From an optimization exercise on the open Yosys and OpenROAD flow, aimed at small area, a short achievable clock period and few clock cycles; shortcuts taken in it are not production practice.
Function was checked by simulation only, so behaviour that the tests miss may differ from the original.

File: design/flow/constraint.sdc
create_clock -name core_clock -period 20.0 [get_ports {clk}]
set_input_delay 4.0000 -clock core_clock [delete_from_list [all_inputs] [get_ports {clk}]]
set_output_delay 4.0000 -clock core_clock [all_outputs]
set_load 0.01 [all_outputs]
File: design/flow/config.mk
export PLATFORM = sky130hd
export DESIGN_NAME = kraes_window_mac
export DESIGN_NICKNAME = kraes_window_mac
export VERILOG_FILES = /design/flow/design.v
export SDC_FILE = /design/flow/constraint.sdc
export NUM_CORES = 4
export LEC_CHECK = 0
export CAP_MARGIN = 20
export CORE_MARGIN = 2
export CORE_UTILIZATION = 40
export PLACE_DENSITY = 0.6
export SLEW_MARGIN = 20
File: design/flow/run.sh
#!/bin/bash
# synth_recipe.tcl (not shown) runs the flow's synth.tcl, then flattens the netlist and writes it again
# the make line also repeats each setting of config.mk as NAME=value (left out here)
make -C /OpenROAD-flow-scripts/flow DESIGN_CONFIG=/design/flow/config.mk WORK_HOME=/design/flow/orfs CLKGATE_MAP_FILE= SYNTH_SCRIPT=/design/flow/synth_recipe.tcl finish
File: design/flow/design.v
module kw_elem_dec (
    input  wire [3:0]        fmt,
    input  wire [15:0]       x,
    output reg               sign,
    output reg  [7:0]        mant,
    output reg  signed [9:0] exp,
    output reg               special,
    output reg               t2bad
);
    always @* begin
        sign    = 1'b0;
        mant    = 8'd0;
        exp     = 10'sd0;
        special = 1'b0;
        t2bad   = 1'b0;
        case (fmt)
            4'h0: begin  
                case (x[1:0])
                    2'b01: mant = 8'd1;
                    2'b11: begin mant = 8'd1; sign = 1'b1; end
                    2'b10: t2bad = 1'b1;
                    default: ;
                endcase
            end
            4'h1: begin  
                sign = x[3];
                mant = x[3] ? {4'd0, 4'd0 - x[3:0]} : {4'd0, x[3:0]};
            end
            4'h2: begin  
                sign = x[7];
                mant = x[7] ? (8'd0 - x[7:0]) : x[7:0];
            end
            4'h3: begin  
                sign = x[3];
                mant = {6'd0, x[2:1] != 2'd0, x[0]};
                exp  = (x[2:1] == 2'd0) ? -10'sd1 : $signed({8'd0, x[2:1]}) - 10'sd2;
            end
            4'h4: begin  
                sign = x[5];
                mant = {4'd0, x[4:3] != 2'd0, x[2:0]};
                exp  = (x[4:3] == 2'd0) ? -10'sd3 : $signed({8'd0, x[4:3]}) - 10'sd4;
            end
            4'h5: begin  
                sign = x[5];
                mant = {5'd0, x[4:2] != 3'd0, x[1:0]};
                exp  = (x[4:2] == 3'd0) ? -10'sd4 : $signed({7'd0, x[4:2]}) - 10'sd5;
            end
            4'h6: begin  
                sign    = x[7];
                mant    = {4'd0, x[6:3] != 4'd0, x[2:0]};
                exp     = (x[6:3] == 4'd0) ? -10'sd9 : $signed({6'd0, x[6:3]}) - 10'sd10;
                special = (x[6:0] == 7'h7F);
            end
            4'h7: begin  
                sign    = x[7];
                mant    = {5'd0, x[6:2] != 5'd0, x[1:0]};
                exp     = (x[6:2] == 5'd0) ? -10'sd16 : $signed({5'd0, x[6:2]}) - 10'sd17;
                special = (x[6:2] == 5'h1F);
            end
            4'h8: begin  
                sign    = x[15];
                mant    = {x[14:7] != 8'd0, x[6:0]};
                exp     = (x[14:7] == 8'd0) ? -10'sd133 : $signed({2'd0, x[14:7]}) - 10'sd134;
                special = (x[14:7] == 8'hFF);
            end
            default: ;  
        endcase
    end
endmodule
module kw_scale_dec (
    input  wire [1:0]        mode,
    input  wire [7:0]        s,
    output reg               sign,
    output reg  [3:0]        mant,
    output reg  signed [8:0] exp,
    output reg               nan
);
    always @* begin
        sign = 1'b0;
        mant = 4'd1;
        exp  = 9'sd0;
        nan  = 1'b0;
        case (mode)
            2'd1: begin
                exp = $signed({1'b0, s}) - 9'sd127;
                nan = (s == 8'hFF);
            end
            2'd2: begin
                sign = s[7];
                mant = {s[6:3] != 4'd0, s[2:0]};
                exp  = (s[6:3] == 4'd0) ? -9'sd9 : $signed({5'd0, s[6:3]}) - 9'sd10;
                nan  = (s[6:0] == 7'h7F);
            end
            default: ;
        endcase
    end
endmodule
module kraes_window_mac (
    input  wire         clk,
    input  wire         rst,
    input  wire         in_valid,
    output wire         in_ready,
    input  wire [1:0]   in_op,
    input  wire [3:0]   in_fmt_a,
    input  wire [3:0]   in_fmt_b,
    input  wire [1:0]   in_scale,
    input  wire [15:0]  in_a,
    input  wire [15:0]  in_b,
    input  wire [7:0]   in_sa,
    input  wire [7:0]   in_sb,
    input  wire [9:0]   in_anchor,
    output reg          res_valid,
    output reg  [127:0] res_acc,
    output reg          res_inexact,
    output reg          res_overflow,
    output reg          res_invalid,
    output reg          res_t2bad
);
    localparam OP_MAC   = 2'd0;
    localparam OP_CLEAR = 2'd1;
    localparam OP_READ  = 2'd2;
    localparam OP_RDCLR = 2'd3;
    assign in_ready = 1'b1;
    reg        c_valid;
    reg [1:0]  c_op;
    reg [3:0]  c_fmt_a, c_fmt_b;
    reg [1:0]  c_scale;
    reg [15:0] c_a, c_b;
    reg [7:0]  c_sa, c_sb;
    reg [9:0]  c_anchor;
    always @(posedge clk) begin
        if (rst) begin
            c_valid <= 1'b0;
        end else begin
            c_valid <= in_valid;
        end
        if (in_valid) begin
            c_op     <= in_op;
            c_fmt_a  <= in_fmt_a;
            c_fmt_b  <= in_fmt_b;
            c_scale  <= in_scale;
            c_a      <= in_a;
            c_b      <= in_b;
            c_sa     <= in_sa;
            c_sb     <= in_sb;
            c_anchor <= in_anchor;
        end
    end
    wire              a_sign, b_sign, sa_sign, sb_sign;
    wire [7:0]        a_mant, b_mant;
    wire [3:0]        sa_mant, sb_mant;
    wire signed [9:0] a_exp, b_exp;
    wire signed [8:0] sa_exp, sb_exp;
    wire              a_special, b_special, sa_nan, sb_nan;
    wire              a_t2bad, b_t2bad;
    kw_elem_dec u_dec_a (.fmt(c_fmt_a), .x(c_a), .sign(a_sign), .mant(a_mant),
                         .exp(a_exp), .special(a_special), .t2bad(a_t2bad));
    kw_elem_dec u_dec_b (.fmt(c_fmt_b), .x(c_b), .sign(b_sign), .mant(b_mant),
                         .exp(b_exp), .special(b_special), .t2bad(b_t2bad));
    kw_scale_dec u_dec_sa (.mode(c_scale), .s(c_sa), .sign(sa_sign), .mant(sa_mant),
                           .exp(sa_exp), .nan(sa_nan));
    kw_scale_dec u_dec_sb (.mode(c_scale), .s(c_sb), .sign(sb_sign), .mant(sb_mant),
                           .exp(sb_exp), .nan(sb_nan));
    reg signed [9:0] anchor;
    reg [127:0]      acc;
    reg              f_inexact, f_overflow, f_invalid, f_t2bad;
    wire [23:0]        p_mant = a_mant * b_mant * sa_mant * sb_mant;
    wire               p_sign = a_sign ^ b_sign ^ sa_sign ^ sb_sign;
    wire signed [11:0] p_exp  = a_exp + b_exp + sa_exp + sb_exp;
    wire               p_bad  = a_special | b_special | sa_nan | sb_nan;
    wire signed [12:0] shift = p_exp - anchor + 13'sd95;
    reg  [99:0]  q_mag;
    reg          q_inexact, q_overflow;
    reg  [123:0] up;
    reg  [23:0]  dn_lost;
    always @* begin
        q_mag      = 100'd0;
        q_inexact  = 1'b0;
        q_overflow = 1'b0;
        up         = 124'd0;
        dn_lost    = 24'd0;
        if (p_mant != 24'd0) begin
            if (shift >= 13'sd100) begin
                q_mag      = {100{1'b1}};
                q_overflow = 1'b1;
            end else if (shift >= 13'sd0) begin
                up = {100'd0, p_mant} << shift[6:0];
                if (up[123:100] != 24'd0) begin
                    q_mag      = {100{1'b1}};
                    q_overflow = 1'b1;
                end else begin
                    q_mag = up[99:0];
                end
            end else if (shift > -13'sd24) begin
                q_mag     = {76'd0, p_mant >> (-shift)};
                dn_lost   = p_mant << (13'sd24 + shift);
                q_inexact = (dn_lost != 24'd0);
            end else begin
                q_inexact = 1'b1;
            end
        end
    end
    wire [127:0] q_ext = {28'd0, q_mag};
    wire [127:0] q     = p_sign ? (128'd0 - q_ext) : q_ext;
    always @(posedge clk) begin
        if (rst) begin
            anchor       <= 10'sd95;
            acc          <= 128'd0;
            f_inexact    <= 1'b0;
            f_overflow   <= 1'b0;
            f_invalid    <= 1'b0;
            f_t2bad      <= 1'b0;
            res_valid    <= 1'b0;
            res_acc      <= 128'd0;
            res_inexact  <= 1'b0;
            res_overflow <= 1'b0;
            res_invalid  <= 1'b0;
            res_t2bad    <= 1'b0;
        end else begin
            res_valid <= 1'b0;
            if (c_valid) begin
                case (c_op)
                    OP_MAC: begin
                        if (p_bad) begin
                            f_invalid <= 1'b1;
                        end else begin
                            acc        <= acc + q;
                            f_inexact  <= f_inexact  | q_inexact;
                            f_overflow <= f_overflow | q_overflow;
                        end
                        f_t2bad <= f_t2bad | a_t2bad | b_t2bad;
                    end
                    OP_CLEAR: begin
                        anchor     <= c_anchor;
                        acc        <= 128'd0;
                        f_inexact  <= 1'b0;
                        f_overflow <= 1'b0;
                        f_invalid  <= 1'b0;
                        f_t2bad    <= 1'b0;
                    end
                    default: begin  
                        res_valid    <= 1'b1;
                        res_acc      <= acc;
                        res_inexact  <= f_inexact;
                        res_overflow <= f_overflow;
                        res_invalid  <= f_invalid;
                        res_t2bad    <= f_t2bad;
                        if (c_op == OP_RDCLR) begin
                            anchor     <= c_anchor;
                            acc        <= 128'd0;
                            f_inexact  <= 1'b0;
                            f_overflow <= 1'b0;
                            f_invalid  <= 1'b0;
                            f_t2bad    <= 1'b0;
                        end
                    end
                endcase
            end
        end
    end
endmodule
==> results.txt <==
cells in the final DEF (no fill, tap or decap), drive strengths merged, types with 53 or more instances in the layout:
cell type	instances
a21oi	545
nor4	56
inv	301
and2	53
nand2b	58
clkbuf	59
xor2	87
dfxtp	276
ha	304
o21ai	302
clkdlybuf4s50	203
a22oi	101
buf	323
o21a	57
nand4	80
nand3	116
a31oi	86
nand2	743
xnor2	156
a21o	104
nor2	614
nor3	152
fa	133
edfxtp	70
cell type report:
| type | count | area [um2] |
|---|---|---|
| inverter | 298 | 1120 |
| fill | 10100 | 52900 |
| timing repair buffer | 528 | 4490 |
| multi-input combinational | 4575 | 30900 |
| sequential | 346 | 7630 |
| clock buffer | 57 | 1190 |
| clock inverter | 22 | 235 |
| tap | 1298 | 1620 |
layer usage:
| metal | up-vias | routed length, um | track usage |
|---|---|---|---|
| met3 | 333 | 12800 | 0.0541 |
| met2 | 1873 | 67500 | 0.449 |
| met5 | - | 9 | 0 |
| met4 | 2 | 5660 | 0.0985 |
| li1 | 20500 | - | - |
| met1 | 20700 | 68300 | 0.399 |
kinds of logic after synthesis:
group / count (synthesis) / synth area share
buf+inv: 622 / 0.0591
flops: 346 / 0.189
xor+xnor: 243 / 0.0527
other cells: 1 / 0.0000929
simple gates: 2118 / 0.241
fa+ha+maj: 437 / 0.160
compound gates: 1719 / 0.278
mux: 57 / 0.0196
worst max path at each step:
stage / end / slack, ns / depth (start not counted)
2_1_floorplan: acc[127]$_SDFFE_PP0P_ / 0.41 / 87
3_3_place_gp: acc[127]$_SDFFE_PP0P_ / 0.21 / 80
3_5_place_dp: acc[127]$_SDFFE_PP0P_ / -0.09 / 84
4_1_cts: acc[127]$_SDFFE_PP0P_ / 0.09 / 82
5_1_grt: acc[127]$_SDFFE_PP0P_ / -0.11 / 82
6_report: acc[104]$_SDFFE_PP0P_ / 0.88 / 82
sequential cells by signal, indices dropped and copies added (netlist names), 2 cells and up:
name and count:
c_sa 8, anchor 10, c_b 16, c_sb 8, c_a 16, c_fmt_b 4
res_acc 128, acc 128, c_fmt_a 4, c_scale 2, c_anchor 10, c_op 2
worst max-delay path: cells and delay by family, from the launching register on:
kind / cells / cell delay, ns
AO/OA/AOI/OAI: 32 / 6.87
XOR/XNOR: 3 / 0.61
adder cells (fa/ha/maj): 14 / 5.57
buffers and inverters: 15 / 1.94
flip-flops: 1 / 0.47
multiplexers: 2 / 0.70
AND/OR/NAND/NOR: 16 / 2.83
repair_timing:
item / in CTS / in global routing
pin swaps: 0 / 8
gates resized for setup: 4 / 89
cloned: 0 / 0
setup buffers: 0 / 28
endpoints found under the setup margin: 2 / 57
per-stage QoR:
| step | setup WS [ns] | TNS, ns | area (um2) | utilization |
|---|---|---|---|---|
| after floorplan | 0.407 | 0 | 40400 | - |
| after global placement | 0.214 | 0 | 45100 | 0.451 |
| after detailed placement | -0.0943 | -0.0943 | 45100 | 0.451 |
| after CTS | 0.0852 | 0 | 46600 | 0.466 |
| after global routing | -0.106 | -0.246 | 47100 | 0.471 |
| final | 0.875 | 0 | 47100 | 0.471 |
==> summary.txt <==
Place
  – Placer Congestion: 0.992
  – Post-DP HPWL: 120000 um
  – # port buffers: 205
  – Placed instance count: 7017

Min path
  – Hold Startpoint: res_acc[36]$_SDFFE_PP0P_
  – Worst Hold Class: reg2reg
  – WHS Endpoint: res_acc[36]$_SDFFE_PP0P_
  – Hold path depth: 2

Critical path
  – Crit path arrival time: 19.63 ns
  – Slowest-stage cell, CP: fa_1
  – Critical R2R Launch: c_b[2]$_DFFE_PP_
  – Crit path from: c_b[2]$_DFFE_PP_
  – Worst-path fanout max: 9
  – Worst setup EP type: flip-flop
  – R2r endpoint: acc[104]$_SDFFE_PP0P_
  – CP Launch Type: flip-flop
  – Reg-to-reg slack, setup: 0.88 ns
  – Slowest stage delay, CP: 0.54 ns
  – R2R depth: 82
  – Critical path class: reg2reg
  – Worst path required time: 20.50 ns

CTS
  – Post-CTS Hold Buffers: 0
  – H-tree levels: 2
  – Clock latency at the later pin of the worst-skew pair: 0.62 ns
  – Clk sink count: 346
  – Clock buffer depth: 3
  – Clk slew on worst S/H paths: 0.05 ns
  – Num CTS Buffers: 43
  – CTS tree: yes
  – Root buf cell: clkbuf_16

Routing
  – WL per Instance: 21.6 um
  – ANT nets after route: 0
  – Drt drc: 0
  – Vias after detailed routing: 43400
  – Wirelength, routed: 154000 um
  – Pre-Repair DR Iteration Count: 8
  – Iter 0 DRT Violations: 4530
  – Via-to-Cell Ratio: 6.09

Timing
  – Fmax achieved: 52.3 MHz
  – Post-layout min period: 19.12 ns
  – Slew HR: 0.195
  – Clk_skew: 0.0266 ns
  – Final setup vio count: 0
  – RSZ-0062 raised after global routing: yes
  – WHS: 0.450 ns
  – Tightest Pin Transition: 1.20 ns
  – Final Max Tran Viols: 0
  – Period utilization: 0.956
  – Endpoints failing hold: 0

Global route
  – Total GRT Usage: 0.289
  – First-pass GRT wire length: 239000 um
  – Antenna violations before repair: 1
  – Largest net degree at the start of global routing: 91
  – Grt total ovfl: 0
  – Vias in the first global route: 40800

Run status
  – Status: finished clean

Die
  – Die width: 322 um
  – Die Area: 103000 um2
  – Core area: 100000 um2
  – Row Count: 116
  – Die height: 322 um
  – Initial Utilization: 0.404
  – Ports: 207

Synth
  – Ys Warns: 3
  – Sequential element share of the synthesized area: 0.189
  – Yosys top cell area share: 0.137
  – Post-synth top area cell: dfxtp_1
  – Synth cell count leaders: 741 x nand2_1, 612 x nor2_1, 540 x a21oi_1
  – Yosys cell types: 109
  – Syn avg cell area: 7.28 um2
  – Async S/R FF share, synth: 0
  – Synth Flop Type: dfxtp_1
  – Top-count cell post-synth: nand2_1
  – Post-synth EDFFs: 70
  – Cells after Synth: 5543
  – Post-Syn Area: 40400 um2
  – #FFs+latches synth: 346
  – Area contributors post-synth: dfxtp_1 14%, ha_1 9.4%, nand2_1 6.9%
  – Synth Net Count: 6053

Cells and area
  – Final #Nets: 6302
  – Count of non-filler cells in the finished layout: 7124
  – Ant. Diodes: 0
  – Share of layout cells above drive strength 1: 0.106
  – Area grow syn2layout: 16.8%

Flow run
  – Max_cap viols: 0
Testbench counts, summed over its fixed seeds: cycles 14,376.

-- re-timing with driven ports --
In the flow no input, the clock included, has a driving cell. The finished layout below was timed again as built, in two steps. Step 1 (the two cells are an assumption about what drives the block):
set clk [get_ports {clk}]
set_driving_cell -lib_cell sky130_fd_sc_hd__clkbuf_16 $clk
set_driving_cell -lib_cell sky130_fd_sc_hd__buf_2 [delete_from_list [all_inputs] $clk]
Step 2 also shifts input and output timing later by t, the mid clock arrival at the registers, as if the neighbouring blocks saw the same clock. a / b / c = ideal / step 1 / step 2; a / b = the first two.
t (ns): 0.675
setup slack, ns: 0.875 / 0.875 / 0.875
latest minus earliest clock arrival (ns): 0.026 / 0.027
worst slew at a driven data input, ns: 0.04
pins driven straight from the clock port: 1
After both steps setup and hold are still met in this run. For this run, drivers alone change the setup slack by 0.000 ns; drivers and shift together by 0.000 ns.
